Source: an optimization exercise on an open RTL-to-GDS flow (aim: small area). Production flows keep margins and buffers that such runs may drop. Where RTL was checked, it was by simulation tests only, not by an equivalence proof against the original. For run 4, only the layout was checked, not whether the RTL still works. No activity file was given, so power comes from the tool's default toggle rates.

==> flow/design.v <==
module treadle_law (
    input  wire               clk,
    input  wire               rst,       
    input  wire               sample,    
    input  wire               first,     
    input  wire               bias,      
    input  wire signed [31:0] r,
    input  wire signed [31:0] y,
    input  wire signed [23:0] kp,
    input  wire signed [23:0] ki,
    input  wire signed [23:0] kd,
    input  wire signed [23:0] kf,
    input  wire        [4:0]  shift,
    input  wire        [15:0] u0,
    input  wire        [15:0] umin,
    input  wire        [15:0] umax,
    output reg         [15:0] u,
    output reg                upd,       
    output reg                sat,
    output reg                hold
);
    localparam HW = 51;           
    reg        [47:0] integ;      
    reg        [31:0] y_q;        
    reg        [31:0] yp_q;       
    reg        [31:0] r_q;
    reg        [31:0] x_q;        
    reg        [71:0] chain;      
    reg        [23:0] ki_q;       
    reg      [HW-1:0] h;          
    reg               ovf;        
    reg               ovf_s;      
    reg        [15:0] u0_q;       
    reg        [15:0] umin_q, umax_q;
    reg        [4:0]  skip;       
    reg               dly;        
    reg               iz;         
    reg               sh0;        
    reg        [3:0]  ncol;       
    reg               bias_q;
    reg               started;
    reg               busy;
    reg        [6:0]  cnt;
    reg        [1:0]  ph;         
    reg               cy;         
    reg               unz;        
    wire first_eff = first | ~started;
    wire [71:0] chain_ld;
    genvar gj;
    generate
        for (gj = 0; gj < 12; gj = gj + 1) begin : g_ld
            assign chain_ld[2*((3*gj+14)%36) +: 2] = kp[2*gj +: 2];
            assign chain_ld[2*((3*gj+15)%36) +: 2] = kd[2*gj +: 2];
            assign chain_ld[2*((3*gj+16)%36) +: 2] = kf[2*gj +: 2];
        end
    endgenerate
    reg horner;                   
    reg v_last;                   
    reg in_s;                     
    reg s_first;                  
    reg in_fl;                    
    reg preload;                  
    reg satchk;                   
    wire lsb = (in_s & ph == 2'd2) | in_fl;
    wire sel_dy = in_s && ph == 2'd0;     
    wire sel_r  = in_s && ph == 2'd1;     
    wire [31:0] pa = sel_dy ? yp_q : r_q;
    wire [31:0] pb = sel_r ? 32'd0 : y_q;
    wire [32:0] pd;
    tl_cia #(.N(33), .B1(11), .B2(22)) u_sub (
        .a({pa[31], pa}), .b(~{pb[31], pb}), .ci(1'b1), .s(pd), .co());
    wire        p_ovh = ~sel_r & ~pd[32] & pd[31];
    wire        p_ovl = ~sel_r & pd[32] & (~pd[31] | ~|pd[30:0]);
    wire [31:0] px = p_ovh ? 32'h7FFFFFFF :
                     p_ovl ? 32'h80000001 : pd[31:0];
    wire b2 = horner ? ki_q[23] : chain[1];
    wire b1 = horner ? ki_q[22] : chain[0];
    wire b0 = horner ? (ki_q[21] & ~v_last) : (chain[67] & ~s_first);
    wire dyc = in_s & (ph == 2'd1);       
    wire bz = in_fl | ~(horner | in_s) | (horner & cnt[6] & hold & iz) | (dyc & iz);
    wire b_one = ~bz & (b1 ^ b0);
    wire b_two = ~bz & ((b2 & ~b1 & ~b0) | (~b2 & b1 & b0));
    wire b_neg = ~bz & (b2 ^ dyc);
    wire [33:0] xs  = {{2{x_q[31]}}, x_q};
    wire [33:0] mag = b_one ? xs : (b_two ? {xs[32:0], 1'b0} : 34'd0);
    wire [33:0] tt  = mag ^ {34{b_neg}};
    wire [HW-1:0] opa = horner ? {h[HW-3:0], integ[23:22] & {2{~iz}}} : h;
    wire [33:0] sum_lo;
    wire        c34;
    tl_cia #(.N(34), .B1(12), .B2(23)) u_add (
        .a(opa[33:0]), .b(tt), .ci(b_neg), .s(sum_lo), .co(c34));
    localparam UW = HW - 34;
    wire          up_inc = c34 & ~tt[33];
    wire          up_dec = ~c34 & tt[33];
    wire [UW-1:0] up_one, up_zero;
    assign up_one[0]  = 1'b1;
    assign up_zero[0] = 1'b1;
    genvar gk;
    generate
        for (gk = 1; gk < UW; gk = gk + 1) begin : g_up
            assign up_one[gk]  = up_one[gk-1] & opa[33+gk];
            assign up_zero[gk] = up_zero[gk-1] & ~opa[33+gk];
        end
    endgenerate
    wire [UW-1:0] sum_hi = opa[HW-1:34] ^
                           (({UW{up_inc}} & up_one) | ({UW{up_dec}} & up_zero));
    wire [HW-1:0] sum = {sum_hi, sum_lo};
    wire          v_min = (&h[HW-1:47]) & ~|h[46:0];    
    wire          h_ovf = ~(&h[HW-1:47]) & (|h[HW-1:47]);
    wire          satv  = ovf | h_ovf | v_min;
    wire          sgn   = ovf ? ovf_s : h[HW-1];
    wire [HW-1:0] satc  = sgn ? {{(HW-47){1'b1}}, 46'd0, 1'b1}
                              : {{(HW-47){1'b0}}, {47{1'b1}}};
    wire [HW-1:0] ld    = preload ? ({{(HW-24){integ[47]}}, integ[47:24]} & {HW{~iz}}) : satc;
    wire          load  = preload | (satchk & satv);
    wire [1:0]  sp   = sh0 ? {sum[0], dly} : sum[1:0];
    wire        col  = (skip == 5'd0) & (ncol != 4'd8);
    wire        upp  = (ncol == 4'd8);
    wire [2:0]  ssum = {1'b0, sp} + (col ? {1'b0, u0_q[1:0]} : 3'd0) + {2'b0, cy};
    wire        h_z  = ~|h[8:0] & ~(sh0 & dly);
    wire        h_m1 = &h[8:0] & (~sh0 | dly);
    wire        top_zero = (h_z & ~cy) | (h_m1 & cy);
    wire        top_neg  = h[8] & ~(h_m1 & cy);
    wire [15:0] w        = u0_q;
    wire        vbig     = ~top_neg & (~top_zero | unz);
    wire        w_gt_max, w_lt_min;
    tl_gt #(.N(16)) u_gt (.a(w), .b(umax_q), .gt(w_gt_max));
    tl_gt #(.N(16)) u_lt (.a(umin_q), .b(w), .gt(w_lt_min));
    wire        v_hi     = vbig | (~top_neg & w_gt_max);
    wire        v_lo     = top_neg | (~vbig & w_lt_min);
    wire        cutoff   = bias_q & ($signed(y_q) > 32'sd35000);
    wire        e_pos    = ~x_q[31] & |x_q;
    wire        e_neg    = x_q[31];
    always @(posedge clk) begin
        x_q   <= px;
        ki_q  <= {ki_q[21:0], ki_q[23:22]};
        chain <= {chain[1:0], chain[71:2]};
        ph    <= (ph == 2'd2) ? 2'd0 : ph + 2'd1;
        horner  <= busy & ((cnt >= 7'd1 && cnt <= 7'd12) | (cnt >= 7'd73 && cnt <= 7'd84));
        v_last  <= busy & ((cnt == 7'd12) | (cnt == 7'd84));
        in_s    <= busy & (cnt >= 7'd14 && cnt <= 7'd49);
        s_first <= busy & (cnt >= 7'd14 && cnt <= 7'd16);
        in_fl   <= busy & (cnt >= 7'd50 && cnt <= 7'd61);
        preload <= busy & (cnt == 7'd72);
        satchk  <= busy & ((cnt == 7'd13) | (cnt == 7'd85));
        cnt   <= cnt + 7'd1;
        upd   <= 1'b0;
        if (load)
            h <= ld;
        else if (lsb)
            h <= {{2{sum[HW-1]}}, sum[HW-1:2]};
        else
            h <= sum;
        if (preload)
            ovf <= 1'b0;
        else if ((horner | satchk) & h_ovf & ~ovf) begin
            ovf   <= 1'b1;
            ovf_s <= h[HW-1];
        end
        if (rst) begin
            busy    <= 1'b0;
            horner  <= 1'b0;
            in_s    <= 1'b0;
            in_fl   <= 1'b0;
            preload <= 1'b0;
            satchk  <= 1'b0;
            started <= 1'b0;
            u       <= 16'd0;
            sat     <= 1'b0;
            hold    <= 1'b0;
        end else if (sample && !busy) begin
            busy    <= 1'b1;
            started <= 1'b1;
            cnt     <= 7'd1;
            preload <= 1'b1;
            ph      <= 2'd1;
            ncol    <= 4'd0;
            cy      <= 1'b0;
            unz     <= 1'b0;
            r_q     <= r;
            y_q     <= y;
            yp_q    <= y_q;
            iz      <= first_eff;
            ki_q    <= {ki[1:0], ki[23:2]};
            chain   <= chain_ld;
            u0_q    <= u0;
            dly     <= 1'b0;
            umin_q  <= umin;
            umax_q  <= umax;
            skip    <= {1'b0, shift[4:1]} + {4'd0, shift[0]};
            sh0     <= shift[0];
            bias_q  <= bias;
        end else if (busy) begin
            if (horner)
                integ[23:0] <= {integ[21:0], integ[23:22]};
            if (cnt == 7'd87 && (!hold || iz))
                integ <= h[47:0];
            if (lsb) begin
                dly <= sum[1];
                if (skip != 5'd0)
                    skip <= skip - 5'd1;
                else
                    cy <= ssum[2];
                if (col) begin
                    u0_q <= {ssum[1:0], u0_q[15:2]};
                    ncol <= ncol + 4'd1;
                end
                if (upp)
                    unz <= unz | ssum[1] | ssum[0];
            end
            if (cnt == 7'd63) begin
                upd <= 1'b1;
                if (cutoff) begin
                    u    <= 16'd0;
                    sat  <= 1'b1;
                    hold <= e_pos;
                end else if (v_hi) begin
                    u    <= umax_q;
                    sat  <= 1'b1;
                    hold <= e_pos;
                end else if (v_lo) begin
                    u    <= umin_q;
                    sat  <= 1'b1;
                    hold <= e_neg;
                end else begin
                    u    <= w;
                    sat  <= 1'b0;
                    hold <= 1'b0;
                end
            end
            if (cnt == 7'd87)
                busy <= 1'b0;
        end
    end
endmodule
module tl_cia #(parameter N = 34, parameter B1 = 12, parameter B2 = 23) (
    input  wire [N-1:0] a,
    input  wire [N-1:0] b,
    input  wire         ci,
    output wire [N-1:0] s,
    output wire         co
);
    wire [N:0]   c;
    wire [N-1:0] s0;
    wire [N-1:0] pre;     
    genvar i;
    generate
        for (i = 0; i < N; i = i + 1) begin : g
            wire cin = (i == 0) ? ci : ((i == B1 || i == B2) ? 1'b0 : c[i]);
            assign s0[i]  = a[i] ^ b[i] ^ cin;
            assign c[i+1] = (a[i] & b[i]) | (a[i] & cin) | (b[i] & cin);
            if (i == B1 || i == B2 || i == 0)
                assign pre[i] = 1'b1;
            else
                assign pre[i] = pre[i-1] & s0[i-1];
        end
    endgenerate
    wire cb1 = c[B1];
    wire p1  = pre[B2-1] & s0[B2-1];
    wire cb2 = c[B2] | (p1 & cb1);
    wire p2  = pre[N-1] & s0[N-1];
    assign co = c[N] | (p2 & cb2);
    generate
        for (i = 0; i < N; i = i + 1) begin : g2
            if (i < B1)
                assign s[i] = s0[i];
            else if (i < B2)
                assign s[i] = s0[i] ^ (cb1 & pre[i]);
            else
                assign s[i] = s0[i] ^ (cb2 & pre[i]);
        end
    endgenerate
endmodule
module tl_gt #(parameter N = 16) (
    input  wire [N-1:0] a,
    input  wire [N-1:0] b,
    output wire         gt
);
    wire [N:0] g;
    assign g[0] = 1'b0;
    genvar i;
    generate
        for (i = 0; i < N; i = i + 1) begin : g_c
            wire nb = ~b[i];
            assign g[i+1] = (a[i] & nb) | (a[i] & g[i]) | (nb & g[i]);
        end
    endgenerate
    assign gt = g[N];
endmodule
==> flow/flow/run.sh <==
#!/bin/bash
# Standard layout, with buf_1 cells as the port buffers.
set -euo pipefail
bash standard.sh 'BUFFER_PORTS_ARGS=-buffer_cell sky130_fd_sc_hd__buf_1' finish > standard_make.log 2>&1
==> flow/standard.sh <==
#!/bin/bash
# synth_recipe.tcl (not shown) runs the flow's synth.tcl, then flattens the netlist and writes it again
# the make line also repeats each setting of config.mk as NAME=value (left out here)
make -C /OpenROAD-flow-scripts/flow DESIGN_CONFIG=/design/flow/config.mk WORK_HOME=/design/flow/orfs CLKGATE_MAP_FILE= SYNTH_SCRIPT=/design/flow/synth_recipe.tcl "${@:-finish}"
==> flow/config.mk <==
export PLATFORM = sky130hd
export DESIGN_NAME = treadle_law
export DESIGN_NICKNAME = treadle_law
export VERILOG_FILES = /design/flow/design.v
export SDC_FILE = /design/flow/constraint.sdc
export NUM_CORES = 4
export LEC_CHECK = 0
export CAP_MARGIN = 10
export CORE_MARGIN = 2
export CORE_UTILIZATION = 85
export CTS_BUF_LIST = sky130_fd_sc_hd__clkbuf_16
export CTS_CLUSTER_DIAMETER = 80
export CTS_CLUSTER_SIZE = 24
export PLACE_DENSITY = 0.92
export SLEW_MARGIN = 10
==> flow/constraint.sdc <==
create_clock -name core_clock -period 10.0 [get_ports {clk}]
set_input_delay 2.0000 -clock core_clock [delete_from_list [all_inputs] [get_ports {clk}]]
set_output_delay 2.0000 -clock core_clock [all_outputs]
set_load 0.01 [all_outputs]
==> summary.md, run 1 <==
| Metric | Value |
|---|---|
| Status | complete, no violations |
| Count of input and output buffers | 236 |
| Via count normalized by instance count | 7.260 |
| Crit path max fanout | 8 |
| Upper clock frequency limit | 102.4 MHz |
| Final Critical Period | 9.764 ns |
| Wire length after detailed routing | 65530 µm |
| Cell area reported after detailed placement | approximately 0.022 mm² |
| Number of antenna violations at the first check in global routing | 1 |
| LEAKAGE | 0.008459 µW |
| Power Density | roughly 250 mW/mm² |
| Number of design-rule violations left by the first detailed-router iteration | 3479 |
| Count of placed standard cells including taps | 2491 |
| Final weighted congestion of routability-driven global placement | between 0.9 and 1 |
| Count of max-cap constraint violations | 0 |
| Final Skew | between 0.015 and 0.02 ns |
| Total gr overflow | 0 |
| Synth warnings | 1 |
| CTS tree | built |
| Syn nets | between 2k and 2.5k |
| R2r setup slk | about 0.24 ns |
| Gate Count Post-Synth | 2016 |
| Part of the Yosys area used for sequential elements | 50.96% |
| Clock root buffer | sky130_fd_sc_hd__clkbuf_16 |
| Endpoint class of the critical path | flop |
| Max-slew headroom | between 20% and 30% |
| Cell type contributing the most total cell area after synthesis | sky130_fd_sc_hd__edfxtp_1 |
| Most frequent standard cell in the layout excluding fill and tap cells | sky130_fd_sc_hd__nand2_1 |
| First drt pass iteration count | 10 |
| Clock-pin slew on the worst setup and hold paths | around 0.10 ns |
| Average wire length per cell after detail routing | 25.89 µm |
| Area overhead of the layout relative to synthesis | 8.556% |
| Number of library cell types mapped by synthesis | 75 |
| Clock insertion delay at the later pin of the skew report | approximately 0.56 ns |
| Delay contributed by the slowest stage of the critical path | 0.54 ns |
| Worst Path Required | 10.41 ns |
| Pin count of the biggest net entering global routing | around 150 |
| Vias in the first global route | between 15k and 20k |
| Site row count | 57 |
| Vias post-DR | around 18k |
| Antenna-violating nets left | 0 |
| Final standard cell count with taps included and fillers excluded | ~2.5k |
| Vert. Die Dim | around 160 µm |
| Final Cycle Share | a little over nine tenths |
| Fin. Hold Viols | 0 |
| Fraction of synthesized cell area taken by the top area cell type | 30.06% |
| Maximum clock insertion buffer count | 3 |
| Slowest cell on crit path | sky130_fd_sc_hd__a2111oi_4 |
| Most frequent CP cell | sky130_fd_sc_hd__fa_1 |
| Top flip-flop cell by instance count after synthesis | sky130_fd_sc_hd__dfxtp_1 |
| Initial Util | a little under nine tenths |
| Family of cells with the greatest summed delay on the critical path | adder cells |
| Number of enable flip-flop cells after synthesis | approximately 210 |
| CTS H-tree depth | 1 |
| TritonCTS buffer count | 21 |
| Ratio of cells with drive above 1 in the final layout | under 10% |
| Utilization of the core after routing | 93.30% |
| Horizontal extent of the die | around 160 µm |
| Drt drc | 0 |
| Summed area of non-filler cells in the final layout | about 0.023 mm² |
| Async S/R FF share, synth | 0% |
| Fill count | between 700 and 800 |
| Count of nets after finishing | roughly 2.5k |
| Die outline area | approximately 0.026 mm² |
| Slew at the pin closest to its max-slew limit | around 1.2 ns |
| Syn avg cell area | 10.31 µm² |
| Worst endpoint data arrival time | between 10 and 15 ns |
| Max-slew violation count | 0 |
| Synth Cell Area | around 0.021 mm² |
| Setup crit start kind | flop |
| Number of top-level pins | ~240 |
| Pre-CTS setup slack | -0.07188 ns |
| Final worst-path setup slack | around 0.24 ns |
| Global-route wire length before repair | ~100000 µm |
| Placeable Area | about 0.024 mm² |
| Commonest non-fill, non-tap cells in the layout | sky130_fd_sc_hd__nand2_1, sky130_fd_sc_hd__buf_1, sky130_fd_sc_hd__dfxtp_1, sky130_fd_sc_hd__edfxtp_1, sky130_fd_sc_hd__a21oi_1 |
| Total of flip-flops plus latches after synthesis | 425 |
| Maximum resistive drop on vdd | between 0.0002 and 0.00025 V |
| Classification of the worst setup path | flop to flop |
| Final HPWL from detailed placement | roughly 41000 µm |
| Global router's overall resource usage | between 40% and 50% |
| Tightest Hold Check Type | flop to flop |
| Number of endpoints failing setup at the final stage | 0 |
| Critical path buffers and inverters | 2 |
| Top cells by area in the synthesized netlist | sky130_fd_sc_hd__edfxtp_1, sky130_fd_sc_hd__dfxtp_1, sky130_fd_sc_hd__nand2_1 |
| Clock sink total | between 400 and 500 |
-- worst min-delay path, stage by stage (launching register included) --
cell and delay [ns]:
sky130_fd_sc_hd__dfxtp_1 0.31, sky130_fd_sc_hd__nand2_1 0.05, sky130_fd_sc_hd__nand2_1 0.04
-- repair_timing --
item                                   in CTS  in global routing
pin swaps                                   1                  7
hold buffers                                0                  0
buffers inserted                            0                  3
endpoints found under the hold margin       0                  0
setup endpoints to repair                   2                 13
gates resized for setup                     1                 17
-- report_power, final --
| group | internal [µW] | switching [µW] | total [µW] | leakage [µW] |
|---|---|---|---|---|
| combinational | 803 | 1330 | 2130 | 0.00439 |
| sequential | 2150 | 356 | 2500 | 0.00373 |
| clock | 403 | 557 | 960 | 0.000338 |
| total | 3350 | 2240 | 5600 | 0.00846 |
-- stage by stage --
step / TNS, ns / power [µW] / hold WS (ns)
6_report: 0 / 5596 / 0.4333
3_5_place_dp: -0.07188 / 4416 / 0.4090
5_1_grt: -0.008075 / 5779 / 0.4506
4_1_cts: 0 / 5411 / 0.4337
2_1_floorplan: 0 / 3827 / 0.3988
3_3_place_gp: 0 / 4235 / 0.4000
-- per-layer routing --
metal / part of all wire (%) / global-route usage (%) / up-vias
met3: 13 / 12.58 / 613
met4: 9.7 / 36.73 / 0
met1: 31 / 57.38 / 8301
li1: - / - / 7462
met2: 46 / 81.46 / 2000
met5: 0 / 0 / -
-- sequential cells by signal, summed over array words and instances, names as in the netlist, 7 cells and up --
| name | count |
|---|---|
| u | 16 |
| cnt | 7 |
| h | 51 |
| u0_q | 16 |
| yp_q | 32 |
| y_q | 32 |
| integ | 48 |
| umin_q | 16 |
| x_q | 32 |
| chain | 72 |
| umax_q | 16 |
| ki_q | 24 |
| r_q | 32 |
-- synthesized netlist by cell type, types with 5 or more instances --
library cell / n
sky130_fd_sc_hd__a211oi_1: 8
sky130_fd_sc_hd__a21boi_0: 6
sky130_fd_sc_hd__a21oi_1: 120
sky130_fd_sc_hd__a22o_1: 5
sky130_fd_sc_hd__a22oi_1: 38
sky130_fd_sc_hd__a31oi_1: 15
sky130_fd_sc_hd__a32oi_1: 18
sky130_fd_sc_hd__and2_1: 20
sky130_fd_sc_hd__and3_1: 19
sky130_fd_sc_hd__buf_1: 8
sky130_fd_sc_hd__buf_2: 14
sky130_fd_sc_hd__clkbuf_1: 77
sky130_fd_sc_hd__dfxtp_1: 217
sky130_fd_sc_hd__edfxtp_1: 208
sky130_fd_sc_hd__fa_1: 62
sky130_fd_sc_hd__ha_1: 20
sky130_fd_sc_hd__inv_1: 47
sky130_fd_sc_hd__maj3_1: 6
sky130_fd_sc_hd__mux2_2: 57
sky130_fd_sc_hd__mux2i_1: 83
sky130_fd_sc_hd__nand2_1: 436
sky130_fd_sc_hd__nand2b_1: 29
sky130_fd_sc_hd__nand3_1: 27
sky130_fd_sc_hd__nand3b_1: 8
sky130_fd_sc_hd__nand4_1: 18
sky130_fd_sc_hd__nor2_1: 97
sky130_fd_sc_hd__nor2b_1: 19
sky130_fd_sc_hd__nor3_1: 24
sky130_fd_sc_hd__nor3b_1: 11
sky130_fd_sc_hd__nor4_1: 27
sky130_fd_sc_hd__o21ai_0: 72
sky130_fd_sc_hd__o21ai_1: 12
sky130_fd_sc_hd__o221ai_1: 11
sky130_fd_sc_hd__o22ai_1: 5
sky130_fd_sc_hd__o31ai_1: 7
sky130_fd_sc_hd__or2_2: 5
sky130_fd_sc_hd__or3_1: 11
sky130_fd_sc_hd__xnor2_1: 49
sky130_fd_sc_hd__xor2_1: 39
-- final timing paths --
| check | endpoint | start | cells after the start |
|---|---|---|---|
| worst max-delay path | h[49] | horner | 33 |
| worst min register to register | ki_q[13] | ki_q[11] | 2 |
| worst min-delay path | ki_q[13] | ki_q[11] | 2 |
| worst max register to register | h[49] | horner | 33 |
-- logic make-up (layout without fill, tap and decap cells) --
| kind of cell | count (synthesis) | after routing | synth area share [%] |
|---|---|---|---|
| muxes | 140 | 140 | 7.087 |
| DFF | 425 | 425 | 50.96 |
| other | 0 | 2 | 0 |
| buffers and inverters | 152 | 341 | 2.974 |
| and+or+nand+nor | 770 | 770 | 16.97 |
| xor gates and xnor gates | 88 | 88 | 3.709 |
| AOI/OAI and AO/OA | 353 | 353 | 10.83 |
| adders and majority gates | 88 | 88 | 7.466 |
-- final cells by class --
class / count / area [µm²] / area share (%)
clock buffer: 22 / 550.5 / 2.441
timing repair buffer: 258 / 1064 / 4.715
tap: 324 / 405.4 / 1.797
inverter: 48 / 187.7 / 0.8320
antenna: 2 / 5.005 / 0.02219
clock inverter: 13 / 55.05 / 0.2441
sequential: 425 / 10600 / 46.97
multi-input combinational: 1439 / 9696 / 42.98
==> run 2: changes to the inputs <==
==> flow/config.mk (replaced) <==
export PLATFORM = sky130hd
export DESIGN_NAME = treadle_law
export DESIGN_NICKNAME = treadle_law
export VERILOG_FILES = /design/flow/design.v
export SDC_FILE = /design/flow/constraint.sdc
export NUM_CORES = 4
export LEC_CHECK = 0
export CAP_MARGIN = 20
export CORE_MARGIN = 2
export CORE_UTILIZATION = 80
export CTS_BUF_LIST = sky130_fd_sc_hd__clkbuf_8
export CTS_CLUSTER_DIAMETER = 70
export CTS_CLUSTER_SIZE = 14
export PLACE_DENSITY = 0.9
export SLEW_MARGIN = 20
==> summary.md, run 2 <==
| Metric | Value |
|---|---|
| Status | complete, no violations |
| Most frequent CP cell | sky130_fd_sc_hd__fa_1 |
| Area overhead of the layout relative to synthesis | 8.418% |
| Maximum resistive drop on vdd | 0.0002463 V (+2.5%) |
| Number of top-level pins | 237 (unchanged) |
| Basic-gate share of the synthesized area counting and, or, nand and nor cells | 16.97% (unchanged) |
| Count of placed standard cells including taps | 2497 (+0.24%) |
| Most frequent cell after synthesis | sky130_fd_sc_hd__nand2_1 |
| Fin. Hold Viols | 0 (unchanged) |
| Final Cycle Share | 96.31% (-1.3 points) |
| Antenna-violating nets left | 0 (unchanged) |
| Delay contributed by the slowest stage of the critical path | 0.51 ns (-0.03 ns) |
| Final worst-path setup slack | 0.3692 ns (+0.1331 ns) |
| Family of cells with the greatest summed delay on the critical path | adder cells |
| CTS tree | built |
| Die outline area | 0.02728 mm² (+6.1%) |
| Classification of the worst setup path | flop to flop |
| CTS H-tree depth | 2 (+1) |
| LEAKAGE | 0.008492 µW (+0.39%) |
| Tightest Hold Check Type | flop to flop |
| Pin count of the biggest net entering global routing | 103 (-31%) |
| Syn nets | 2316 (unchanged) |
| Via count normalized by instance count | 6.701 (-7.7%) |
| Max-slew violation count | 0 (unchanged) |
| TritonCTS buffer count | 36 (+71%) |
| Horizontal extent of the die | 165.2 µm (+3.0%) |
| Registers with the highest flip-flop counts | chain: 72 flops, h: 51 flops, integ: 48 flops |
| Global-route wire length before repair | 85860 µm (-13%) |
| Top cells by area in the synthesized netlist | sky130_fd_sc_hd__edfxtp_1, sky130_fd_sc_hd__dfxtp_1, sky130_fd_sc_hd__nand2_1 |
| Fraction of synthesized cell area taken by the top area cell type | 30.06% (unchanged) |
| Final HPWL from detailed placement | 36970 µm (-9.0%) |
| Pre-CTS setup slack | 0.2105 ns (+0.2824 ns) |
| Number of endpoints failing setup at the final stage | 0 (unchanged) |
| Most frequent standard cell in the layout excluding fill and tap cells | sky130_fd_sc_hd__nand2_1 |
| Vias post-DR | 17.16k (-6.6%) |
| Final standard cell count with taps included and fillers excluded | 2561 (+1.2%) |
| Wire length after detailed routing | 56000 µm (-15%) |
| Gate Count Post-Synth | 2016 (unchanged) |
| Met2 wire len | 27340 µm (-9.4%) |
| Site row count | 58 (+1.8%) |
| Worst endpoint data arrival time | 10.05 ns (-0.12 ns) |
| Mux share of post-synthesis cell area | 7.087% (unchanged) |
| Summed area of non-filler cells in the final layout | 0.02253 mm² (-0.13%) |
| Initial Util | 82.05% (-3.9 points) |
| Clock-pin slew on the worst setup and hold paths | 0.09 ns (about the same) |
| Async S/R FF share, synth | 0% (unchanged) |
| Clock insertion delay at the later pin of the skew report | 0.57 ns (about the same) |
| Synth Cell Area | 0.02078 mm² (unchanged) |
| Worst Path Required | 10.41 ns (about the same) |
| Commonest non-fill, non-tap cells in the layout | sky130_fd_sc_hd__nand2_1, sky130_fd_sc_hd__buf_1, sky130_fd_sc_hd__dfxtp_1, sky130_fd_sc_hd__edfxtp_1, sky130_fd_sc_hd__a21oi_1 |
| Top flip-flop cell by instance count after synthesis | sky130_fd_sc_hd__dfxtp_1 |
| Part of the Yosys area used for sequential elements | 50.96% (unchanged) |
| Placeable Area | 0.02533 mm² (+4.8%) |
| Total gr overflow | 0 (unchanged) |
| Number of library cell types mapped by synthesis | 75 (unchanged) |
| Hold path startpoint | ki_q[4] |
| Number of enable flip-flop cells after synthesis | 208 (unchanged) |
| Max-slew headroom | 26.08% (+4.9 points) |
| Average wire length per cell after detail routing | 21.87 µm (-16%) |
| Slowest cell on crit path | sky130_fd_sc_hd__a2111oi_4 |
| Count of nets after finishing | 2508 (+0.60%) |
| Hold buffer count at cts | 0 (unchanged) |
| Synth warnings | 1 (unchanged) |
| Combinational family with the most area after synthesis | simple AND/OR/NAND/NOR gates |
| Ratio of cells with drive above 1 in the final layout | 6.992% (+0.46 points) |
| Critical path buffers and inverters | 2 (unchanged) |
| Final weighted congestion of routability-driven global placement | 0.9459 (-1.3%) |
| Critical Path Start | horner |
| Syn avg cell area | 10.31 µm² (unchanged) |
| Synth Area in Compound Gates | 10.83% (unchanged) |
| Global router's overall resource usage | 40.64% (-9.2 points) |
| Largest register FFs | 72 (unchanged) |
| Final Skew | 0.02906 ns (+0.009979 ns) |
| Routed met3 length | 5631 µm (-34%) |
| Power Density | 237.8 mW/mm² (-4.1%) |
| Count of max-cap constraint violations | 0 (unchanged) |
| Adder-cell area share of the yosys netlist | 7.466% (unchanged) |
| Launching point of the worst reg2reg path | horner |
| Cell area reported after detailed placement | 0.02187 mm² (about the same) |
| Count of inserted antenna diode cells | 0 (-2) |
| Endpoint class of the critical path | flop |
| Metal1 wirelength | 19920 µm (-2.6%) |
| Register ranked first by flip-flop count | chain |
| Most common library cells after synthesis | sky130_fd_sc_hd__nand2_1, sky130_fd_sc_hd__dfxtp_1, sky130_fd_sc_hd__edfxtp_1, sky130_fd_sc_hd__a21oi_1, sky130_fd_sc_hd__nor2_1 |
| Clock sink total | 425 (unchanged) |
| Count of input and output buffers | 236 (unchanged) |
| Number of antenna violations at the first check in global routing | 0 (-1) |
| Slew at the pin closest to its max-slew limit | 1.106 ns (-0.07609 ns) |
| Total of flip-flops plus latches after synthesis | 425 (unchanged) |
| Vert. Die Dim | 165.2 µm (+3.0%) |
| Vias in the first global route | 16.54k (-10%) |
| Power after layout | 5358 µW (-4.3%) |
| Final Critical Period | 9.631 ns (-0.1331 ns) |
| Maximum clock insertion buffer count | 3 (unchanged) |
| Setup crit start kind | flop |
| Upper clock frequency limit | 103.8 MHz (+1.4%) |
| Share of the synthesized netlist area taken by xor and xnor gates | 3.709% (unchanged) |
| Drt drc | 0 (unchanged) |
| Cell type contributing the most total cell area after synthesis | sky130_fd_sc_hd__edfxtp_1 |
| Clock root buffer | sky130_fd_sc_hd__clkbuf_8 |
| Number of design-rule violations left by the first detailed-router iteration | 2664 (-23%) |
| First drt pass iteration count | 6 (-4) |
| Crit path max fanout | 8 (unchanged) |
| Top routing layer in use | met4 |
[run 2: metal layers]
metal  track usage, %  vias up
li1                 -     7495
met1            51.15     7995
met2            68.96     1387
met3            6.893      283
met4            19.25        0
met5                0        -
[run 2: worst min-delay path, delay by kind of cell, from the launching register on]
family	cells	cell delay [ns]
flops	1	0.31
simple gates	2	0.09
[run 2: logic make-up after synthesis]
family                   Yosys count
XOR/XNOR                          88
AND/OR/NAND/NOR                  770
flip-flops                       425
buffers and inverters            152
adder cells (fa/ha/maj)           88
multiplexers                     140
AO/OA/AOI/OAI                    353
[run 2: layout make-up]
type	instances	area [µm²]
Tap cell	330	412.9
Multi-Input combinational cell	1439	9666
Clock buffer	36	495.5
Fill cell	1114	2798
Inverter	48	187.7
Sequential cell	425	10590
Timing Repair Buffer	258	1066
Clock inverter	25	108.9
[run 2: repair_timing]
item / in CTS / in global routing
endpoints found under the setup margin: 0 / 13
gates resized for setup: 0 / 8
buffers inserted: 0 / 3
[run 2: worst paths after layout]
check        slack [ns]      end  depth (start not counted)
max reg2reg        0.37    h[49]                         33
min                0.43  ki_q[6]                          2
max                0.37    h[49]                         33
min reg2reg        0.43  ki_q[6]                          2
[run 2: where the power goes]
group          leakage, µW  switching [µW]  internal [µW]
Combinational      0.00438            1190            793
Clock             0.000383             563            341
Sequential         0.00373             324           2150
[run 2: through the flow]
step	TNS, ns	utilization [%]	hold WS [ns]
floorplan	0	-	0.3988
global placement	0	86.28	0.4001
detailed placement	0	86.35	0.4098
CTS	0	88.73	0.4274
global route	-0.002353	88.95	0.4434
finish	0	88.95	0.4271
==> run 3: changes to the inputs <==
==> flow/flow/run.sh (replaced) <==
#!/bin/bash
# Standard layout, with buf_1 cells as the port buffers and a clock tree
# without dummy loads.
set -euo pipefail
bash standard.sh \
  'BUFFER_PORTS_ARGS=-buffer_cell sky130_fd_sc_hd__buf_1' \
  'CTS_ARGS=-sink_clustering_enable -repair_clock_nets -sink_clustering_size 30 -sink_clustering_max_diameter 60 -buf_list sky130_fd_sc_hd__clkbuf_16 -dont_use_dummy_load' \
  finish > standard_make.log 2>&1
--- a/flow/config.mk
+++ b/flow/config.mk
@@ -9,7 +9,7 @@
 export CORE_MARGIN = 2
 export CORE_UTILIZATION = 80
-export CTS_BUF_LIST = sky130_fd_sc_hd__clkbuf_8
-export CTS_CLUSTER_DIAMETER = 70
-export CTS_CLUSTER_SIZE = 14
+export CTS_BUF_LIST = sky130_fd_sc_hd__clkbuf_16
+export CTS_CLUSTER_DIAMETER = 60
+export CTS_CLUSTER_SIZE = 30
 export PLACE_DENSITY = 0.9
 export SLEW_MARGIN = 20
==> summary.md, run 3 <==
| Metric | Value |
|---|---|
| Drt drc | 0 (unchanged) |
| Synth warnings | 1 (unchanged) |
| Summed area of non-filler cells in the final layout | 0.02267 mm² (+0.61%) |
| Average wire length per cell after detail routing | 22.61 µm (+3.4%) |
| Tightest Hold Check Type | flop to flop |
| Total of flip-flops plus latches after synthesis | 425 (unchanged) |
| Site row count | 58 (unchanged) |
| Area overhead of the layout relative to synthesis | 9.080% |
| Most frequent standard cell in the layout excluding fill and tap cells | sky130_fd_sc_hd__nand2_1 |
| Final weighted congestion of routability-driven global placement | 0.9459 (unchanged) |
| Gate Count Post-Synth | 2016 (unchanged) |
| Clock insertion delay at the later pin of the skew report | 0.59 ns (+0.02 ns) |
| Placeable Area | 0.02533 mm² (unchanged) |
| Count of max-cap constraint violations | 0 (unchanged) |
| Clock root buffer | sky130_fd_sc_hd__clkbuf_16 |
| Status | complete, no violations |
| Vias in the first global route | 16.59k (+0.30%) |
| Power Density | 244.3 mW/mm² (+2.7%) |
| Global-route wire length before repair | 87060 µm (+1.4%) |
| Maximum clock insertion buffer count | 3 (unchanged) |
| Cell area reported after detailed placement | 0.02187 mm² (unchanged) |
| Pre-CTS setup slack | 0.2105 ns (unchanged) |
| Pin count of the biggest net entering global routing | 103 (unchanged) |
| Commonest non-fill, non-tap cells in the layout | sky130_fd_sc_hd__nand2_1, sky130_fd_sc_hd__buf_1, sky130_fd_sc_hd__dfxtp_1, sky130_fd_sc_hd__edfxtp_1, sky130_fd_sc_hd__a21oi_1 |
| Hold Worst Slack | 0.4170 ns (-0.01014 ns) |
| Max-slew violation count | 0 (unchanged) |
| Total gr overflow | 0 (unchanged) |
| Final worst-path setup slack | 0.3131 ns (-0.05611 ns) |
| Fill count | 1078 (-3.2%) |
| Syn nets | 2316 (unchanged) |
| Storage cell area | 0.01059 mm² (unchanged) |
| Fraction of power spent switching nets | 37.67% (-1.1 points) |
| CTS tree | built |
| Endpoint class of the critical path | flop |
| Upper clock frequency limit | 103.2 MHz (-0.58%) |
| Depth of the worst register-to-register path | 33 (unchanged) |
| Largest register FFs | 72 (unchanged) |
| Worst endpoint data arrival time | 10.09 ns (+0.04 ns) |
| Via count normalized by instance count | 6.751 (+0.75%) |
| First drt pass iteration count | 10 (+4) |
| Delay contributed by the slowest stage of the critical path | 0.52 ns (about the same) |
| R2r setup slk | 0.31 ns (-0.06 ns) |
| Number of antenna violations at the first check in global routing | 0 (unchanged) |
| Vert. Die Dim | 165.2 µm (unchanged) |
| Fraction of power consumed by combinational cells | 36.1% (-0.9 points) |
| Register ranked first by flip-flop count | chain |
| LEAKAGE | 0.008472 µW (-0.23%) |
| Multi-input combinational cell area | 0.009672 mm² (about the same) |
| WHS Path Cells | 2 (unchanged) |
| Worst Path Required | 10.40 ns (about the same) |
| Synth Cell Area | 0.02078 mm² (unchanged) |
| Slowest cell on crit path | sky130_fd_sc_hd__a2111oi_4 |
| Registers with the highest flip-flop counts | chain: 72 flops, h: 51 flops, integ: 48 flops |
| Most frequent CP cell | sky130_fd_sc_hd__fa_1 |
| Initial Util | 82.05% (unchanged) |
| Count of input and output buffers | 236 (unchanged) |
| Utilization of the core after routing | 89.50% (+0.54 points) |
| Most common library cells after synthesis | sky130_fd_sc_hd__nand2_1, sky130_fd_sc_hd__dfxtp_1, sky130_fd_sc_hd__edfxtp_1, sky130_fd_sc_hd__a21oi_1, sky130_fd_sc_hd__nor2_1 |
| Part of the Yosys area used for sequential elements | 50.96% (unchanged) |
| Fin. Hold Viols | 0 (unchanged) |
| Maximum resistive drop on vdd | 0.0002183 V (-11%) |
| Cell type contributing the most total cell area after synthesis | sky130_fd_sc_hd__edfxtp_1 |
| Setup crit start kind | flop |
| Vias post-DR | 17.09k (-0.43%) |
| Count of nets after finishing | 2502 (-0.24%) |
| Number of endpoints failing setup at the final stage | 0 (unchanged) |
| Net Sw Power | 2086 µW (+0.35%) |
| Max-slew headroom | 23.49% (-2.6 points) |
| Clock sink total | 425 (unchanged) |
| Power Internal | 3452 µW (+5.3%) |
| Final HPWL from detailed placement | 36970 µm (unchanged) |
| Register share of total power | 44.7% (-1.4 points) |
| Final Critical Period | 9.687 ns (+0.05611 ns) |
| Wire length after detailed routing | 57210 µm (+2.2%) |
| Clock-pin slew on the worst setup and hold paths | 0.08 ns (about the same) |
| Global router's overall resource usage | 41.06% (+0.42 points) |
| Final Skew | 0.06350 ns (+0.03444 ns) |
| Most frequent cell after synthesis | sky130_fd_sc_hd__nand2_1 |
| Horizontal extent of the die | 165.2 µm (unchanged) |
| Ratio of cells with drive above 1 in the final layout | 6.727% (-0.27 points) |
| Classification of the worst setup path | flop to flop |
| Clk pwr share | 19.2% (+2.3 points) |
| Antenna-violating nets left | 0 (unchanged) |
| Die outline area | 0.02728 mm² (unchanged) |
| Top cells by area in the synthesized netlist | sky130_fd_sc_hd__edfxtp_1, sky130_fd_sc_hd__dfxtp_1, sky130_fd_sc_hd__nand2_1 |
| Async S/R FF share, synth | 0% (unchanged) |
| Top flip-flop cell by instance count after synthesis | sky130_fd_sc_hd__dfxtp_1 |
| Crit path max fanout | 8 (unchanged) |
| Number of design-rule violations left by the first detailed-router iteration | 2528 (-5.1%) |
| CTS H-tree depth | 1 (-1) |
| Fraction of synthesized cell area taken by the top area cell type | 30.06% (unchanged) |
| Slew at the pin closest to its max-slew limit | 1.145 ns (+0.03875 ns) |
| Number of enable flip-flop cells after synthesis | 208 (unchanged) |
| Final Cycle Share | 96.87% (+0.56 points) |
| Number of library cell types mapped by synthesis | 75 (unchanged) |
| Syn avg cell area | 10.31 µm² (unchanged) |
| Hold buffer count at cts | 0 (unchanged) |
| Number of top-level pins | 237 (unchanged) |
| Power after layout | 5538 µW (+3.4%) |
| TritonCTS buffer count | 29 (-19%) |
-- run 3: cell counts after synthesis --
Identical to the previous run, type by type.
-- run 3: power groups by stage --
stage               registers [µW]  logic [µW]  clock network (µW)
floorplan                     2330        1490                   0
global placement              2460        1780                   0
detailed placement            2480        1880                   0
CTS                           2450        1930                1050
global route                  2490        2170                1110
finish                        2470        2000                1060
-- run 3: per-layer routing --
layer	wire length [µm]	share of wire [%]	GRT usage [%]
met5	0	0	0
met1	20260	35	51.22
met3	5620	9.8	7.318
met4	3094	5.4	18.18
met2	28240	49	70.51
-- run 3: worst max-delay path, delay by kind of cell, from the launching register on --
| family | cells | cell delay, ns |
|---|---|---|
| mux | 1 | 0.14 |
| xor+xnor | 2 | 0.46 |
| flops | 1 | 0.37 |
| fa+ha+maj | 12 | 4.42 |
| compound gates | 7 | 1.53 |
| simple gates | 9 | 2.41 |
| buf+inv | 2 | 0.21 |
-- run 3: cells by family after synthesis --
group	after synthesis	synth area share (%)
fa+ha+maj	88	7.466
flops	425	50.96
compound gates	353	10.83
buf+inv	152	2.974
simple gates	770	16.97
mux	140	7.087
xor+xnor	88	3.709
-- run 3: worst paths after layout --
check | start | to
hold / removal | ki_q[4] | ki_q[6]
setup / recovery | horner | h[49]
hold reg to reg | ki_q[4] | ki_q[6]
setup reg to reg | horner | h[49]
-- run 3: through the flow --
stage          std cells  TNS [ns]
4_1_cts             2526         0
3_5_place_dp        2497         0
2_1_floorplan       2016         0
5_1_grt             2530   -0.1015
3_3_place_gp        2496         0
6_report            2531         0
-- run 3: final cells by class --
cell class	count	share of cell area, %
flip-flops and latches	425	46.73
multi-input cells	1439	42.67
repair buffers	259	4.736
clock buffers	29	3.202
well taps	330	1.822
inverters	48	0.8280
diodes	1	0.01104
-- run 3: timing repair --
| action | in CTS | in global routing |
|---|---|---|
| setup buffers | 0 | 4 |
| gates resized for setup | 0 | 10 |
| setup endpoints to repair | 0 | 14 |
==> run 4: changes to the inputs <==
--- a/flow/design.v
+++ b/flow/design.v
@@ -62,5 +62,5 @@
     reg preload;                  
     reg satchk;                   
-    wire lsb = (in_s & ph == 2'd2) | in_fl;
+    wire shr = (in_s & ph == 2'd0 & ~s_first) | in_fl;
     wire sel_dy = in_s && ph == 2'd0;     
     wire sel_r  = in_s && ph == 2'd1;     
@@ -74,4 +74,13 @@
     wire [31:0] px = p_ovh ? 32'h7FFFFFFF :
                      p_ovl ? 32'h80000001 : pd[31:0];
+    wire          v_min = (&h[HW-1:47]) & ~|h[46:0];    
+    wire          h_ovf = ~(&h[HW-1:47]) & (|h[HW-1:47]);
+    wire          satv  = ovf | h_ovf;
+    wire          sgn   = ovf ? ovf_s : h[HW-1];
+    wire [HW-1:0] satc  = sgn ? {{(HW-47){1'b1}}, 46'd0, 1'b1}
+                              : {{(HW-47){1'b0}}, {47{1'b1}}};
+    wire [HW-1:0] ld    = preload ? ({{(HW-24){integ[47]}}, integ[47:24]} & {HW{~iz}}) : satc;
+    wire          load  = preload | (satchk & satv);
+    wire          vmin_ci = satchk & v_min & ~ovf;
     wire b2 = horner ? ki_q[23] : chain[1];
     wire b1 = horner ? ki_q[22] : chain[0];
@@ -85,9 +94,11 @@
     wire [33:0] mag = b_one ? xs : (b_two ? {xs[32:0], 1'b0} : 34'd0);
     wire [33:0] tt  = mag ^ {34{b_neg}};
-    wire [HW-1:0] opa = horner ? {h[HW-3:0], integ[23:22] & {2{~iz}}} : h;
+    wire [HW-1:0] opa = horner ? {h[HW-3:0], integ[23:22] & {2{~iz}}} :
+                        load   ? ld :
+                        shr    ? {{2{h[HW-1]}}, h[HW-1:2]} : h;
     wire [33:0] sum_lo;
     wire        c34;
     tl_cia #(.N(34), .B1(12), .B2(23)) u_add (
-        .a(opa[33:0]), .b(tt), .ci(b_neg), .s(sum_lo), .co(c34));
+        .a(opa[33:0]), .b(tt), .ci(b_neg | vmin_ci), .s(sum_lo), .co(c34));
     localparam UW = HW - 34;
     wire          up_inc = c34 & ~tt[33];
@@ -106,22 +117,16 @@
                            (({UW{up_inc}} & up_one) | ({UW{up_dec}} & up_zero));
     wire [HW-1:0] sum = {sum_hi, sum_lo};
-    wire          v_min = (&h[HW-1:47]) & ~|h[46:0];    
-    wire          h_ovf = ~(&h[HW-1:47]) & (|h[HW-1:47]);
-    wire          satv  = ovf | h_ovf | v_min;
-    wire          sgn   = ovf ? ovf_s : h[HW-1];
-    wire [HW-1:0] satc  = sgn ? {{(HW-47){1'b1}}, 46'd0, 1'b1}
-                              : {{(HW-47){1'b0}}, {47{1'b1}}};
-    wire [HW-1:0] ld    = preload ? ({{(HW-24){integ[47]}}, integ[47:24]} & {HW{~iz}}) : satc;
-    wire          load  = preload | (satchk & satv);
-    wire [1:0]  sp   = sh0 ? {sum[0], dly} : sum[1:0];
+    wire [1:0]  sp   = sh0 ? {h[0], dly} : h[1:0];
     wire        col  = (skip == 5'd0) & (ncol != 4'd8);
     wire        upp  = (ncol == 4'd8);
     wire [2:0]  ssum = {1'b0, sp} + (col ? {1'b0, u0_q[1:0]} : 3'd0) + {2'b0, cy};
-    wire        h_z  = ~|h[8:0] & ~(sh0 & dly);
-    wire        h_m1 = &h[8:0] & (~sh0 | dly);
-    wire        top_zero = (h_z & ~cy) | (h_m1 & cy);
-    wire        top_neg  = h[8] & ~(h_m1 & cy);
-    wire [15:0] w        = u0_q;
-    wire        vbig     = ~top_neg & (~top_zero | unz);
+    wire [15:0] w    = col ? {ssum[1:0], u0_q[15:2]} : u0_q;
+    wire        unzf = unz | (upp & (ssum[1] | ssum[0]));
+    wire        cyf  = ssum[2];
+    wire        h_z  = ~|h[10:2] & ~(sh0 & h[1]);
+    wire        h_m1 = &h[10:2] & (~sh0 | h[1]);
+    wire        top_zero = (h_z & ~cyf) | (h_m1 & cyf);
+    wire        top_neg  = h[10] & ~(h_m1 & cyf);
+    wire        vbig     = ~top_neg & (~top_zero | unzf);
     wire        w_gt_max, w_lt_min;
     tl_gt #(.N(16)) u_gt (.a(w), .b(umax_q), .gt(w_gt_max));
@@ -146,10 +151,5 @@
         cnt   <= cnt + 7'd1;
         upd   <= 1'b0;
-        if (load)
-            h <= ld;
-        else if (lsb)
-            h <= {{2{sum[HW-1]}}, sum[HW-1:2]};
-        else
-            h <= sum;
+        h <= sum;
         if (preload)
             ovf <= 1'b0;
@@ -196,6 +196,6 @@
             if (cnt == 7'd87 && (!hold || iz))
                 integ <= h[47:0];
-            if (lsb) begin
-                dly <= sum[1];
+            if (shr) begin
+                dly <= h[1];
                 if (skip != 5'd0)
                     skip <= skip - 5'd1;
@@ -203,9 +203,8 @@
                     cy <= ssum[2];
                 if (col) begin
-                    u0_q <= {ssum[1:0], u0_q[15:2]};
+                    u0_q <= w;
                     ncol <= ncol + 4'd1;
                 end
-                if (upp)
-                    unz <= unz | ssum[1] | ssum[0];
+                unz <= unzf;
             end
             if (cnt == 7'd63) begin
==> flow/flow/run.sh (replaced) <==
#!/bin/bash
# Standard layout, with buf_1 cells as the port buffers.
set -euo pipefail
bash standard.sh 'BUFFER_PORTS_ARGS=-buffer_cell sky130_fd_sc_hd__buf_1' finish > standard_make.log 2>&1
--- a/flow/config.mk
+++ b/flow/config.mk
@@ -10,6 +10,6 @@
 export CORE_UTILIZATION = 80
 export CTS_BUF_LIST = sky130_fd_sc_hd__clkbuf_16
-export CTS_CLUSTER_DIAMETER = 60
-export CTS_CLUSTER_SIZE = 30
+export CTS_CLUSTER_DIAMETER = 80
+export CTS_CLUSTER_SIZE = 24
 export PLACE_DENSITY = 0.9
 export SLEW_MARGIN = 20
==> summary.md, run 4 <==
| Metric | Value |
|---|---|
| Count of placed standard cells including taps | 2347 (-6.0%) |
| LEAKAGE | 0.008357 µW (-1.4%) |
| Total gr overflow | 0 (unchanged) |
| Via count normalized by instance count | 6.915 (+2.4%) |
| Fraction of synthesized cell area taken by the top area cell type | 29.73% (-0.33 points) |
| Worst endpoint data arrival time | 10.19 ns (+0.10 ns) |
| Final Critical Period | 9.745 ns (+0.05811 ns) |
| TritonCTS buffer count | 21 (-28%) |
| Number of endpoints failing setup at the final stage | 0 (unchanged) |
| Endpoint class of the critical path | flop |
| Antenna-violating nets left | 0 (unchanged) |
| Fraction of power spent switching nets | 36.58% (-1.1 points) |
| Most frequent cell after synthesis | sky130_fd_sc_hd__dfxtp_1 |
| Site row count | 59 (+1.7%) |
| Register share of total power | 46.8% (+2.1 points) |
| GRT met1 Usage | 52.89% (+1.7 points) |
| Maximum resistive drop on vdd | 0.0002075 V (-4.9%) |
| Cell area reported after detailed placement | 0.02216 mm² (+1.3%) |
| Slowest cell on crit path | sky130_fd_sc_hd__fa_1 |
| Global-route wire length before repair | 90050 µm (+3.4%) |
| CTS tree | built |
| Most frequent standard cell in the layout excluding fill and tap cells | sky130_fd_sc_hd__buf_1 |
| Clk pwr share | 18.3% (-0.9 points) |
| Ratio of cells with drive above 1 in the final layout | 13.91% (+7.2 points) |
| Setup repair after global routing missed its margin | yes |
| Final HPWL from detailed placement | 37630 µm (+1.8%) |
| Slew at the pin closest to its max-slew limit | 1.196 ns (+0.05103 ns) |
| Horizontal extent of the die | 166.1 µm (+0.54%) |
| Global router's overall resource usage | 41.09% (about the same) |
| Number of enable flip-flop cells after synthesis | 208 (unchanged) |
| Clock insertion delay at the later pin of the skew report | 0.56 ns (-0.03 ns) |
| Power after layout | 5298 µW (-4.3%) |
| Vias in the first global route | 16.57k (-0.14%) |
| Crit path max fanout | 53 (+45) |
| Largest register FFs | 72 (unchanged) |
| Total of flip-flops plus latches after synthesis | 425 (unchanged) |
| Met2 demand-to-capacity share in global routing | 68.36% (-2.2 points) |
| Power Density | 229.8 mW/mm² (-5.9%) |
| Cell type contributing the most total cell area after synthesis | sky130_fd_sc_hd__edfxtp_1 |
| Final standard cell count with taps included and fillers excluded | 2401 (-5.1%) |
| Count of max-cap constraint violations | 0 (unchanged) |
| Power Internal | 3360 µW (-2.7%) |
| Number of antenna violations at the first check in global routing | 1 (+1) |
| Max-slew violation count | 0 (unchanged) |
| Final Skew | 0.01582 ns (-0.04768 ns) |
| Area overhead of the layout relative to synthesis | 9.719% |
| CTS H-tree depth | 1 (unchanged) |
| Vias post-DR | 16.60k (-2.8%) |
| Final Cycle Share | 97.45% (+0.58 points) |
| Count of input and output buffers | 236 (unchanged) |
| Part of the Yosys area used for sequential elements | 50.40% (-0.56 points) |
| Wire length after detailed routing | 58050 µm (+1.5%) |
| Maximum clock insertion buffer count | 3 (unchanged) |
| Summed area of non-filler cells in the final layout | 0.02305 mm² (+1.7%) |
| Tightest Hold Check Type | flop to flop |
| Gate Count Post-Synth | 1847 (-8.4%) |
| Net Sw Power | 1938 µW (-7.1%) |
| Async S/R FF share, synth | 0% (unchanged) |
| Registers with the highest flip-flop counts | chain: 72 flops, h: 51 flops, integ: 48 flops |
| Total negative setup slack | 0 ns (unchanged) |
| Register ranked first by flip-flop count | chain |
| Synth Cell Area | 0.02101 mm² (+1.1%) |
| Syn nets | 2148 (-7.3%) |
| Delay contributed by the slowest stage of the critical path | 0.54 ns (+0.02 ns) |
| Number of top-level pins | 237 (unchanged) |
| Placeable Area | 0.02591 mm² (+2.3%) |
| Clock sink total | 425 (unchanged) |
| Most common library cells after synthesis | sky130_fd_sc_hd__dfxtp_1, sky130_fd_sc_hd__edfxtp_1, sky130_fd_sc_hd__mux2_2, sky130_fd_sc_hd__nand2_1, sky130_fd_sc_hd__o21ai_0 |
| Setup crit start kind | flop |
| Final weighted congestion of routability-driven global placement | 0.9457 (about the same) |
| Top flip-flop cell by instance count after synthesis | sky130_fd_sc_hd__dfxtp_1 |
| Pin count of the biggest net entering global routing | 217 (+110%) |
| Clock-pin slew on the worst setup and hold paths | 0.10 ns (+0.02 ns) |
| Syn avg cell area | 11.38 µm² (+10%) |
| Number of library cell types mapped by synthesis | 92 (+23%) |
| Count of nets after finishing | 2350 (-6.1%) |
| Initial Util | 81.09% (-0.96 points) |
| Hold Worst Slack | 0.4596 ns (+0.04255 ns) |
| Most frequent CP cell | sky130_fd_sc_hd__fa_1 |
| Classification of the worst setup path | flop to flop |
| Upper clock frequency limit | 102.6 MHz (-0.60%) |
| Worst Path Required | 10.45 ns (+0.05 ns) |
| Die outline area | 0.02758 mm² (+1.1%) |
| Status | complete, no violations |
| Highest-utilization routing layer at the global route stage | met2 |
| Drt drc | 0 (unchanged) |
| Top cells by area in the synthesized netlist | sky130_fd_sc_hd__edfxtp_1, sky130_fd_sc_hd__dfxtp_1, sky130_fd_sc_hd__mux2_2 |
| Clock root buffer | sky130_fd_sc_hd__clkbuf_16 |
| Vert. Die Dim | 166.1 µm (+0.54%) |
| Average wire length per cell after detail routing | 24.18 µm (+7.0%) |
| Number of design-rule violations left by the first detailed-router iteration | 2353 (-6.9%) |
| GR Layer Usage met3 | 7.555% (+0.24 points) |
| Fraction of power consumed by combinational cells | 35.0% (-1.1 points) |
| Fin. Hold Viols | 0 (unchanged) |
| Max-slew headroom | 20.25% (-3.2 points) |
| Commonest non-fill, non-tap cells in the layout | sky130_fd_sc_hd__buf_1, sky130_fd_sc_hd__dfxtp_1, sky130_fd_sc_hd__edfxtp_1, sky130_fd_sc_hd__mux2_2, sky130_fd_sc_hd__nand2_1 |
| Synth warnings | 1 (unchanged) |
| First drt pass iteration count | 8 (-2) |
[run 4: cell count changes after synthesis, sizes merged, moves of 18 or more]
cell,delta
a211oi,+18
mux2i,-43
nand2,-319
a311oi,+19
a21oi,-37
mux2,+90
o21ai,+37
inv,+34
[run 4: cell type report]
class,count,area [µm²]
clock buffer,21,525.5
clock inverter,17,96.34
inverter,83,311.5
tap,335,419.2
timing repair buffer,283,1255
fill,1106,2858
antenna,2,5.005
sequential,425,10600
multi-input combinational,1235,9842
[run 4: path summary, 6_finish.rpt]
kind | start | end | slack, ns | cells past startpoint
setup / recovery | h[47] | h[45] | 0.25 | 40
hold / removal | ki_q[10] | ki_q[12] | 0.46 | 1
setup reg to reg | h[47] | h[45] | 0.25 | 40
hold reg to reg | ki_q[10] | ki_q[12] | 0.46 | 1
[run 4: critical path, delay by kind of cell (launching register included)]
family	cells	cell delay (ns)
AOI/OAI and AO/OA	8	1.60
xor gates and xnor gates	1	0.09
adders and majority gates	12	4.26
buffers and inverters	10	1.38
DFF	1	0.38
muxes	1	0.16
and+or+nand+nor	8	1.72
[run 4: per-layer routing]
metal	vias to the layer above	share of wire, %
met5	-	0
met2	1275	48
li1	7159	-
met1	7887	36
met4	0	5.5
met3	281	9.9
[run 4: power by group through the flow]
stage          clock, µW  combinational [µW]  sequential, µW
2_1_floorplan          0                1320            2350
3_3_place_gp           0                1590            2450
3_5_place_dp           0                1680            2480
4_1_cts              957                1730            2450
5_1_grt             1020                2020            2500
6_report             968                1850            2480
[run 4: kinds of logic after synthesis]
kind of cell               Yosys count  synth area share, %
xor gates and xnor gates            99                4.127
buffers and inverters              187                3.716
DFF                                425                50.40
adders and majority gates           96                7.819
and+or+nand+nor                    431                10.87
muxes                              187                9.784
AOI/OAI and AO/OA                  422                13.29
[run 4: stage by stage]
stage          utilization, %  setup WS [ns]
6_report                88.97         0.2550
3_3_place_gp            85.52         0.2753
3_5_place_dp            85.52        -0.1298
4_1_cts                 88.22        0.04750
5_1_grt                 88.96       -0.09081
2_1_floorplan               -        0.02308
[run 4: what timing repair did]
item | CTS | global route
pin swaps | 3 | 15
cloned | 0 | 0
hold buffers | 0 | 0
resized for setup | 6 | 35
endpoints found under the setup margin | 4 | 10
buffers inserted | 6 | 8

==> port drivers added, routing unchanged <==
In the flow no input, the clock included, has a driving cell. The finished layouts below were timed again as built, in two steps.
Step 1: set_driving_cell puts a clkbuf_16 on clk and a buf_2 on each other input, an assumption about the parent block.
Step 2 times the ports against the registers' clock, not the clock port: input delays grow and output delays shrink by t, the midpoint of the rising clock arrivals with the driver on.
Three values: ideal, step 1, step 2; two values: the first two.
| run | t (ns) | setup WS [ns] | worst setup path after step 2 | slew at the worst register clock pin (ns) | worst data-port slew with drivers (ns) |
|---|---|---|---|---|---|
| run 1 | 0.603 | 0.236 / 0.236 / 0.236 | register to register | 0.11 / 0.11 | 0.08 |
| run 2 | 0.595 | 0.369 / 0.369 / 0.369 | register to register | 0.10 / 0.10 | 0.07 |
| run 3 | 0.603 | 0.313 / 0.313 / 0.313 | register to register | 0.11 / 0.11 | 0.08 |
| run 4 | 0.605 | 0.255 / 0.255 / 0.255 | register to register | 0.10 / 0.10 | 0.13 |
After both steps setup and hold are still met in every run listed.
